Background: an optimization exercise with open tools, aiming at small area. Do not read the settings as production practice.
The RTL was checked by simulation tests, not by an equivalence proof against the original design.
Power figures rest on the tool's default switching activity, not on a simulated workload.

==> config.mk <==
export PLATFORM = sky130hd
export DESIGN_NAME = fs_comp
export DESIGN_NICKNAME = fs_comp
export VERILOG_FILES = /design/flow/design.v
export SDC_FILE = /design/flow/constraint.sdc
export NUM_CORES = 4
export LEC_CHECK = 0
export CAP_MARGIN = 20
export CORE_MARGIN = 2
export CORE_UTILIZATION = 25
export PLACE_DENSITY = 0.5
export SLEW_MARGIN = 20
==> constraint.sdc <==
create_clock -name core_clock -period 15.0 [get_ports {clk}]
set_input_delay 3.0000 -clock core_clock [delete_from_list [all_inputs] [get_ports {clk}]]
set_output_delay 3.0000 -clock core_clock [all_outputs]
set_load 0.01 [all_outputs]
==> design.v <==
module fs_comp (
    input  wire        clk,
    input  wire        rst,
    input  wire        start,
    input  wire        restart,
    input  wire [15:0] d_hold,
    input  wire [15:0] s,
    input  wire [15:0] p,
    input  wire [1:0]  form,
    input  wire [5:0]  eb,
    input  wire [5:0]  ea,
    input  wire [23:0] mb0,
    input  wire [23:0] mb1,
    input  wire [23:0] mb2,
    input  wire [23:0] mb3,
    input  wire [23:0] ma1,
    input  wire [23:0] ma2,
    input  wire [23:0] ma3,
    input  wire [15:0] drv_lo,
    input  wire [15:0] drv_hi,
    input  wire [15:0] fe_lim,
    input  wire [15:0] fe_time,
    output wire        ready,
    output reg         done,
    output reg  [15:0] d,
    output reg  [31:0] v,
    output reg         sat,
    output reg         fe_over,
    output reg         fe_fault,
    output reg  [15:0] fe_timer,
    output reg  [31:0] sat_cnt
);
    localparam [1:0] S_IDLE = 2'd0, S_MUL = 2'd1, S_ACC = 2'd2, S_CLAMP = 2'd3;
    reg [1:0] state;
    assign ready = (state == S_IDLE);
    reg signed [16:0] e1, e2, e3;
    reg signed [31:0] v1, v2, v3;
    reg signed [16:0] ek;
    reg signed [40:0] pb0, pb1, pb2, pb3;
    reg signed [55:0] pa1, pa2, pa3;
    reg signed [31:0] vk;
    wire three = (form == 2'd2);
    wire signed [23:0] smb0 = mb0;
    wire signed [23:0] smb1 = mb1;
    wire signed [23:0] smb2 = mb2;
    wire signed [23:0] smb3 = three ? mb3 : 24'sd0;
    wire signed [23:0] sma1 = ma1;
    wire signed [23:0] sma2 = ma2;
    wire signed [23:0] sma3 = three ? ma3 : 24'sd0;
    wire signed [44:0] acc_b = pb0 + pb1 + pb2 + pb3;
    wire signed [59:0] acc_a = pa1 + pa2 + pa3;
    wire signed [81:0] xb = acc_b;
    wire signed [81:0] xa = acc_a;
    wire signed [81:0] one82 = 82'sd1;
    reg signed [81:0] rb;
    always @* begin
        if (eb >= 6'd38)
            rb = xb <<< (eb - 6'd38);
        else
            rb = (xb + (one82 <<< (6'd37 - eb))) >>> (6'd38 - eb);
    end
    reg signed [81:0] ra;
    always @* begin
        if (ea >= 6'd46)
            ra = xa <<< (ea - 6'd46);
        else
            ra = (xa + (one82 <<< (6'd45 - ea))) >>> (6'd46 - ea);
    end
    wire signed [81:0] vdiff = rb - ra;
    wire signed [81:0] S32_MAX = 82'sd2147483647;
    wire signed [81:0] S32_MIN = -82'sd2147483648;
    wire signed [31:0] vsat = (vdiff > S32_MAX) ? 32'sh7fffffff :
                              (vdiff < S32_MIN) ? 32'sh80000000 :
                              vdiff[31:0];
    wire signed [33:0] vr   = ($signed({{2{vk[31]}}, vk}) + 34'sd128) >>> 8;
    wire signed [33:0] dd   = vr + 34'sd32768;
    wire signed [33:0] lo34 = $signed({18'd0, drv_lo});
    wire signed [33:0] hi34 = $signed({18'd0, drv_hi});
    wire               below = dd < lo34;
    wire               above = dd > hi34;
    wire        [15:0] dcl   = below ? drv_lo : above ? drv_hi : dd[15:0];
    wire signed [31:0] vaw   = $signed({16'd0, dcl} - 32'd32768) <<< 8;
    wire signed [31:0] vout  = (below | above) ? vaw : vk;
    wire        [16:0] eabs  = ek[16] ? -ek : ek;
    wire               over  = eabs > {1'b0, fe_lim};
    wire        [15:0] tnext = !over ? 16'd0 :
                               (fe_timer == 16'hffff) ? 16'hffff : fe_timer + 16'd1;
    always @(posedge clk) begin
        if (rst) begin
            state    <= S_IDLE;
            done     <= 1'b0;
            e1 <= 17'sd0; e2 <= 17'sd0; e3 <= 17'sd0;
            v1 <= 32'sd0; v2 <= 32'sd0; v3 <= 32'sd0;
            ek       <= 17'sd0;
            vk       <= 32'sd0;
            pb0 <= 41'sd0; pb1 <= 41'sd0; pb2 <= 41'sd0; pb3 <= 41'sd0;
            pa1 <= 56'sd0; pa2 <= 56'sd0; pa3 <= 56'sd0;
            d        <= 16'd0;
            v        <= 32'd0;
            sat      <= 1'b0;
            fe_over  <= 1'b0;
            fe_fault <= 1'b0;
            fe_timer <= 16'd0;
            sat_cnt  <= 32'd0;
        end else begin
            done <= 1'b0;
            case (state)
                S_IDLE: begin
                    if (start) begin
                        ek <= $signed({1'b0, s}) - $signed({1'b0, p});
                        if (restart) begin
                            e1 <= 17'sd0; e2 <= 17'sd0; e3 <= 17'sd0;
                            v1 <= $signed({16'd0, d_hold} - 32'd32768) <<< 8;
                            v2 <= $signed({16'd0, d_hold} - 32'd32768) <<< 8;
                            v3 <= $signed({16'd0, d_hold} - 32'd32768) <<< 8;
                            fe_timer <= 16'd0;
                            fe_fault <= 1'b0;
                        end
                        state <= S_MUL;
                    end
                end
                S_MUL: begin
                    pb0 <= smb0 * ek;
                    pb1 <= smb1 * e1;
                    pb2 <= smb2 * e2;
                    pb3 <= smb3 * e3;
                    pa1 <= sma1 * v1;
                    pa2 <= sma2 * v2;
                    pa3 <= sma3 * v3;
                    state <= S_ACC;
                end
                S_ACC: begin
                    vk    <= vsat;
                    state <= S_CLAMP;
                end
                S_CLAMP: begin
                    d        <= dcl;
                    v        <= vout;
                    sat      <= below | above;
                    fe_over  <= over;
                    fe_timer <= tnext;
                    if (tnext >= fe_time)
                        fe_fault <= 1'b1;
                    if ((below | above) && sat_cnt != 32'hffffffff)
                        sat_cnt <= sat_cnt + 32'd1;
                    e3 <= e2; e2 <= e1; e1 <= ek;
                    v3 <= v2; v2 <= v1; v1 <= vout;
                    done  <= 1'b1;
                    state <= S_IDLE;
                end
            endcase
        end
    end
endmodule
==> run.sh <==
#!/bin/bash
# synth_recipe.tcl (not shown) runs the flow's synth.tcl, then flattens the netlist and writes it again
# the make line also repeats each setting of config.mk as NAME=value (left out here)
make -C /OpenROAD-flow-scripts/flow DESIGN_CONFIG=/design/flow/config.mk WORK_HOME=/design/flow/orfs CLKGATE_MAP_FILE= SYNTH_SCRIPT=/design/flow/synth_recipe.tcl finish
==> summary.md <==
| Metric | Value |
|---|---|
| Share of final-layout standard cells stronger than drive strength 1 | 0.0754 |
| # port buffers | 398 |
| Detail-routed via count per cell | 4.90 |
| Largest net degree at the start of global routing | 138 |
| Max VDD drop | 2.04 mV |
| Number of violations of the max-capacitance limit | 0 |
| Critical path class | flip-flop to flip-flop |
| Area enclosed by the die boundary | 0.840 mm² |
| Unique cell type count in the Yosys netlist | around 110 |
| Initial antenna violation count | 99 |
| CTS buffer count | 92 |
| Growth of design area from synthesis to finish | 12.7% |
| Insertion delay of the later-clocked pin in the worst-skew pair | 0.93 ns |
| Clock tree buffer depth | 4 |
| Most frequent cells in the layout | inv_1, fa_1, nand2_1, buf_4, nor2_1 |
| Floorplan core area | 0.831 mm² |
| Number of clock sinks | 630 |
| Half-perimeter wire length of the detailed placement result | 723000 µm |
| Top-Level Pins | 399 |
| Summed negative setup slack over all endpoints | 0 ns |
| Net switching share of the total power | 0.617 |
| Total Routing Usage GR | 0.205 |
| Critical Path AT | 14.96 ns |
| Dpl ws | around 0.38 ns |
| Type of the most critical hold path | flip-flop to flip-flop |
| Vias | 179529 |
| Effective utilization at floorplan | 0.251 |
| Die Y-Extent | around 920 µm |
| Critical path startpoint category | flip-flop |
| Number of nets in the synthesized netlist | 30675 |
| Crit end category | flip-flop |
| Async S/R FF share, synth | 0 |
| Peak clock frequency supported by timing | 70.3 MHz |
| Number of DRC violations after detailed routing | 0 |
| Final #Nets | 31020 |
| Critical Path Fanout Max | 30 |
| Top cell type by total area after synthesis | fa_1 |
| Detailed router's first-iteration violation count | around 13000 |
| Synthesized area | roughly 0.21 mm² |
| Critical Path RT | 15.73 ns |
| Total internal power | 0.0198 W |
| Routed Wire Length | 875000 µm |
| Wire length of the first global-routing pass | 1290000 µm |
| Detail Route Antenna Nets | 0 |
| Stage delay of the slowest cell on the critical path | between 0.6 and 0.7 ns |
| H-tree depth | 3 |
| Slew at the pin closest to its max-slew limit | 1.15 ns |
| Number of synthesized register bits | between 600 and 700 |
| Remaining global-route overflow | 0 |
| Comb pwr share | 0.910 |
| Clock-pin slew on the worst setup and hold paths | 0.06 ns |
| Final setup viols | 0 |
| Routability congestion estimate from global placement | 0.980 |
| Part of the power in the clock network | 0.045 |
| Number of global-route vias before repair | 187304 |
| TritonCTS clock tree | yes |
| Unrepaired setup endpoints after global routing | false |
| Most instantiated flip-flop cell in the synthesis netlist | dfxtp_1 |
| Layout fillers | just under 90000 |
| First-pass detailed-route iteration total | 6 |
| Worst clock skew | approximately 0.12 ns |
| Power per unit of standard cell area | 220 mW/mm² |
| Min Clock Period, post-route | approximately 14 ns |
| Max Slew Vio Count | 0 |
| R2R setup slack | between 0.7 and 0.8 ns |
| Part of the total power dissipated in sequential elements | 0.044 |
| Slowest cell on the critical path | xnor2_1 |
| Syn_area_per_cell | 8.32 µm² |
| CP most frequent cell | buf_4 |
| Count of mapped cells out of synthesis | 25024 |
| Most common library cell in the layout ignoring fill and taps | inv_1 |
| Number of synthesis warnings | 1 |
| Seq/Total Area, Yosys | 0.0605 |
| Die width | a little over 900 µm |
| Leakage | 103 nW |
| Number of hold-repair buffers added at the cts stage | 0 |
| Post-CTS Setup Repair Bufs | 0 |
| EDFF count, synth | 0 |
| Normalized max-slew margin | 0.208 |
| Switching power summed over all nets | 0.0319 W |
| PostCTS Resize Cnt | 0 |
| Worst Setup Slack, final | 0.767 ns |
| CTS Root Cell | clkbuf_16 |
| Count of final hold-check violations | 0 |
| Ratio of final minimum period to clock period | 0.949 |
| Result of the run | no timing/DRC/antenna violations |
| Placement Rows | between 300 and 400 |
| Fraction of synthesized cell area taken by the top area cell type | 0.394 |
| Average detailed-routed wire length per instance | ~24 µm |
| Top cells by area, synth | fa_1, inv_1, ha_1 |
[per-stage QoR]
| stage | total power, W | util | cells | hold WS (ns) | area, µm² |
|---|---|---|---|---|---|
| after floorplan | 0.0278 | - | 25024 | 0.425 | 208000 |
| after global placement | 0.0485 | 0.278 | 36393 | 0.438 | 231000 |
| after detailed placement | 0.0494 | 0.278 | 36396 | 0.445 | 231000 |
| after CTS | 0.0520 | 0.282 | 36559 | 0.452 | 235000 |
| after global routing | 0.0557 | 0.282 | 36572 | 0.464 | 235000 |
| final | 0.0517 | 0.282 | 36626 | 0.450 | 235000 |
[area by class of cell]
class	instances	area (µm²)	share of cell area
repair buffers	1776	14400	0.0615
flip-flops and latches	630	12600	0.0538
well taps	11121	13900	0.0593
diodes	67	168	0.000714
clock buffers	123	2590	0.0110
inverters	4200	15800	0.0672
clock inverters	40	544	0.00232
multi-input cells	18669	175000	0.744
[cell usage after synthesis (206+ instances only)]
library cell,instances
a211oi_1,209
a21o_1,432
a21oi_1,1249
and2_1,1066
and3_1,566
clkbuf_1,1368
dfxtp_1,630
fa_1,4098
ha_1,1255
inv_1,4192
mux2i_1,483
nand2_1,3502
nand2b_1,258
nand3_1,358
nor2_1,1359
nor3_1,234
o21ai_0,765
xnor2_1,504
xor2_1,206
[worst paths after layout]
kind,start,end,cells past startpoint
min,v1[5]$_SDFFE_PP0P_,v1[5]$_SDFFE_PP0P_,2
max reg2reg,pb0[2]$_SDFFE_PP0N_,vk[20]$_SDFFE_PP0P_,52
max,pb0[2]$_SDFFE_PP0N_,vk[20]$_SDFFE_PP0P_,52
min reg2reg,v1[5]$_SDFFE_PP0P_,v1[5]$_SDFFE_PP0P_,2
[logic make-up after synthesis]
group,share of synthesized area
fa+ha+maj,0.469
flops,0.0605
compound gates,0.125
xor+xnor,0.0300
buf+inv,0.103
simple gates,0.176
mux,0.0355
[per-layer routing]
metal | track usage | share of wire | vias to the layer above
li1 | - | - | 80247
met1 | 0.261 | 0.41 | 92370
met2 | 0.342 | 0.47 | 5590
met3 | 0.0269 | 0.055 | 1298
met4 | 0.106 | 0.063 | 24
met5 | 0 | 0.00020 | -
[state kept, by name (all words and copies together) (netlist names), 32 cells and up]
name / count
pa1: 56
pa2: 56
pa3: 56
pb0: 41
pb1: 41
pb2: 41
pb3: 41
sat_cnt: 32
v1: 32
v2: 32
v3: 32
v: 32
vk: 32
[power by group through the flow]
stage	clock network [W]	logic [W]	registers [W]
final	0.00235	0.0471	0.00229
after global routing	0.00247	0.0510	0.00231
after CTS	0.00241	0.0473	0.00229
after detailed placement	0	0.0471	0.00233
after global placement	0	0.0462	0.00232
after floorplan	0	0.0257	0.00211
[critical path, delay by kind of cell (launching register included)]
kind	cells	cell delay, ns
adder cells (fa/ha/maj)	5	2.05
flip-flops	1	0.34
AO/OA/AOI/OAI	25	6.31
AND/OR/NAND/NOR	8	2.17
buffers and inverters	12	2.12
XOR/XNOR	2	0.98

## what the ideal ports hide
The results above use ideal ports. As a check the final layout listed here was re-extracted and re-timed, cells and wires unchanged. Step 1 sets driving cells, clkbuf_16 on the clock port and buf_2 on the other inputs (assumed; they add their load-dependent delay and slew). Step 2 adds t to the input delays and takes it off the output delays; t is the mean of the earliest and latest rising clock arrival at the registers after step 1. Input paths then give back, and output paths get back, about the clock's delay inside the block. Slacks: ideal / step 1 / step 2; pairs: ideal / step 1.
shift t [ns]: 0.992
slack for setup (ns): 0.767 / 0.725 / -0.268
latest minus earliest clock arrival (ns): 0.122 / 0.121
Met with ideal ports but missed after step 2: setup timing in this run. The setup slack of this run moves by -0.042 ns with the drivers and by -1.035 ns with both steps.
